What follows belongs to an exercise in optimizing a design on an open flow for small area, a short achievable clock period and few clock cycles per item; a production flow would make more cautious choices.
In this exercise RTL edits were held to simulation tests only and were not proved equivalent to the original.

run A:
## sha384_engine
module sha384_engine (
    input  wire          clk,
    input  wire          rst,           
    input  wire          msg_valid,
    output wire          msg_ready,
    input  wire          msg_first,     
    input  wire          msg_last,      
    input  wire [1023:0] msg_block,     
    output reg           digest_valid,
    output wire [383:0]  digest         
);
Size: roughly 13,000 cells after synthesis, roughly 2,100 flip-flops, roughly 1,400 I/O pins, about 110,000 µm² of cells after synthesis.
==> flow/config.mk <==
export PLATFORM = sky130hd
export DESIGN_NAME = sha384_engine
export DESIGN_NICKNAME = sha384_engine
export VERILOG_FILES = /design/flow/design.v
export SDC_FILE = /design/flow/constraint.sdc
export NUM_CORES = 4
export LEC_CHECK = 0
export CAP_MARGIN = 20
export CORE_MARGIN = 2
export CORE_UTILIZATION = 40
export PLACE_DENSITY = 0.6
export SLEW_MARGIN = 20
export SYNTH_MEMORY_MAX_BITS = 8192
==> flow/constraint.sdc <==
create_clock -name core_clock -period 12.0 [get_ports {clk}]
set_input_delay 2.4000 -clock core_clock [delete_from_list [all_inputs] [get_ports {clk}]]
set_output_delay 2.4000 -clock core_clock [all_outputs]
set_load 0.01 [all_outputs]
standard.sh (not shown) runs the stock make flow with config.mk's settings and CLKGATE_MAP_FILE= SYNTH_SCRIPT=/design/flow/synth_recipe.tcl, a recipe that flattens the netlist after the stock synthesis.
==> flow/flow/run.sh <==
#!/bin/bash
# The standard layout (standard synthesis, floorplan, place, CTS, route),
# with ORFS's repair_timing asked to leave 7.5 ns of setup slack at the 12 ns
# clock, so that it sizes and buffers the round's paths for a shorter
# achieved period. The SDC and every other setting are the standard flow's own.
set -euo pipefail
bash standard.sh SETUP_SLACK_MARGIN=7.5 finish > make_finish.log 2>&1
Testbench counts of run A, summed over its fixed seeds: cycles 132,008, blocks 1,650.
Input changes introduced in run B (baseline for comparison: run A):
Settings: swapping 0.6 for 0.7 in PLACE_DENSITY; swapping 40 for 50 in CORE_UTILIZATION.
diff --git a/flow/flow/run.sh b/flow/flow/run.sh
--- a/flow/flow/run.sh
+++ b/flow/flow/run.sh
@@ -3 +3 @@
-# with ORFS's repair_timing asked to leave 7.5 ns of setup slack at the 12 ns
+# with ORFS's repair_timing asked to leave 8.5 ns of setup slack at the 12 ns
@@ -7 +7 @@
-bash standard.sh SETUP_SLACK_MARGIN=7.5 finish > make_finish.log 2>&1
+bash standard.sh SETUP_SLACK_MARGIN=8.5 finish > make_finish.log 2>&1
Results
In the summary table, run B is marked failed, with error GRT-0232 raised in 5_1_grt. Number of buffers added by the clock tree synthesis step for run B: about 7% down relative to run A. Initial core utilization (higher): run B. Run B: instance count after placement with tap cells included is about 5% lower than what run A reported. Changes observed in run B relative to run A: number of levels in the clock H-tree barely changed, weighted congestion reported at the end of routability-driven placement went up. Run B ended with more post-cts repair resize count than run A. Going from run A to run B, buffer count from post-CTS setup fixing grew by more than half. Diff run B..run A | synthesized net count | unchanged.
What run C does differently from run B at the input level:
Settings: PLACE_DENSITY: 0.7 -> 0.6; CTS_BUF_LIST: unset -> sky130_fd_sc_hd__clkbuf_8; CORE_UTILIZATION: 50 -> 40; TNS_END_PERCENT: unset -> 1.
==> flow/flow/run.sh <==
#!/bin/bash
# The standard layout (standard synthesis, floorplan, place, CTS, route)
# with two changes to how the layout is made:
#  - ORFS's repair_timing is asked to leave 7.5 ns of setup slack at the
#    12 ns clock, so that it sizes and buffers the round's paths for a
#    shorter achieved period;
#  - the port buffers that global placement inserts are buf_1 cells.
# The SDC, the clock period and every other setting are the standard flow's own.
set -euo pipefail
bash standard.sh SETUP_SLACK_MARGIN=7.5 \
    "BUFFER_PORTS_ARGS=-buffer_cell sky130_fd_sc_hd__buf_1" finish > make_finish.log 2>&1
==> results.txt <==
Run C completed end to end with timing, DRC and antenna clean.
Per the comparison of run C with run B, deepest level of the CTS H-tree went up by 1, cell area after placement fell by about 7%.
Estimated wirelength of the detail-placed design, run C vs run B: down slightly


Setup of v19:
Starting RTL as in the previous note.
Settings: LEC_CHECK=0, CAP_MARGIN=20, CORE_MARGIN=2, CORE_UTILIZATION=40, PLACE_DENSITY=0.6, SLEW_MARGIN=20, SYNTH_MEMORY_MAX_BITS=8192; clock period 12.0 ns.
==> flow/flow/run.sh <==
#!/bin/bash
# The standard layout (standard synthesis, floorplan, place, CTS, route)
# with two changes to how the layout is made:
#  - ORFS's repair_timing is asked to leave 7.5 ns of setup slack at the
#    12 ns clock, so that it sizes and buffers the round's paths for a
#    shorter achieved period;
#  - the port buffers that global placement inserts are buf_1 cells.
# The SDC, the clock period and every other setting are the standard flow's own.
set -euo pipefail
bash standard.sh SETUP_SLACK_MARGIN=7.5 \
    "BUFFER_PORTS_ARGS=-buffer_cell sky130_fd_sc_hd__buf_1" finish > make_finish.log 2>&1
No stage failed in v19, and the final checks on the layout all came back clean.
Testbench counts of v19, summed over its fixed seeds: cycles 132,008, blocks 1,650.
## Diff of input files: v13 against v19
diff --git a/flow/config.mk b/flow/config.mk
--- a/flow/config.mk
+++ b/flow/config.mk
@@ -10,0 +11 @@
+export CTS_BUF_LIST = sky130_fd_sc_hd__clkbuf_8
@@ -13,0 +15 @@
+export TNS_END_PERCENT = 0
==> comparison <==
Taking v19 as the reference, in v13 detailed-route via count shrank by 1.7%, setup slack shrank by 0.016 ns, sequential share of layout area grew by 1.8 points.
The inputs of v22 differ from those of v13 as listed below.
diff --git a/flow/config.mk b/flow/config.mk
--- a/flow/config.mk
+++ b/flow/config.mk
@@ -15 +15 @@
-export TNS_END_PERCENT = 0
+export TNS_END_PERCENT = 5
[summary]
Going from v13 to v22, count of buffering cells on the critical path with inverters included shrinks by 2.
Taking v13 as the reference, in v22 clock skew lost 0.015 ns; worst-case hold slack picked up an extra 0.019 ns.
From v13 to v22 the numbers moved as follows: well-tap cell count comparable, sequential share of layout area lost 0.90 points, routed wire length moved up.
[compare] base=v13 new=v22: worst setup slack after layout went up; final area went up; data required time at the worst endpoint did not really move.
[v22 vs v13] slack of the worst reg-to-reg path: higher in v22

==> static timing again, ports no longer ideal <==
How much do the figures lean on ideal ports? The routed layouts below were timed once more, with nothing changed but the port constraints. Step 1 (the two cells are an assumption about what drives the block):
set clk [get_ports {clk}]
set_driving_cell -lib_cell sky130_fd_sc_hd__clkbuf_16 $clk
set_driving_cell -lib_cell sky130_fd_sc_hd__buf_2 [delete_from_list [all_inputs] $clk]
Step 2, shift: input delay + t, output delay - t, t = (earliest + latest rising clock arrival at the registers) / 2. This alone moves slack from input paths to output paths. Three values: ideal, step 1, step 2; two values: the first two.
| run | shift t [ns] | slack for setup (ns) | worst hold slack (ns) |
|---|---|---|---|
| run A | 1.058 | 6.381 / 6.381 / 6.381 | 0.291 / 0.291 / 0.291 |
| run C | 1.199 | 6.360 / 6.360 / 6.340 | 0.270 / 0.270 / 0.270 |
| v19 | 1.039 | 6.406 / 6.406 / 6.406 | 0.307 / 0.307 / 0.307 |
| v13 | 1.237 | 6.390 / 6.390 / 6.390 | 0.302 / 0.302 / 0.302 |
| v22 | 1.232 | 6.490 / 6.490 / 6.490 | 0.321 / 0.321 / 0.321 |
After both steps setup and hold are still met in every run listed. For run C, which loses most, drivers alone change the setup slack by 0.000 ns; drivers and shift together by -0.020 ns.
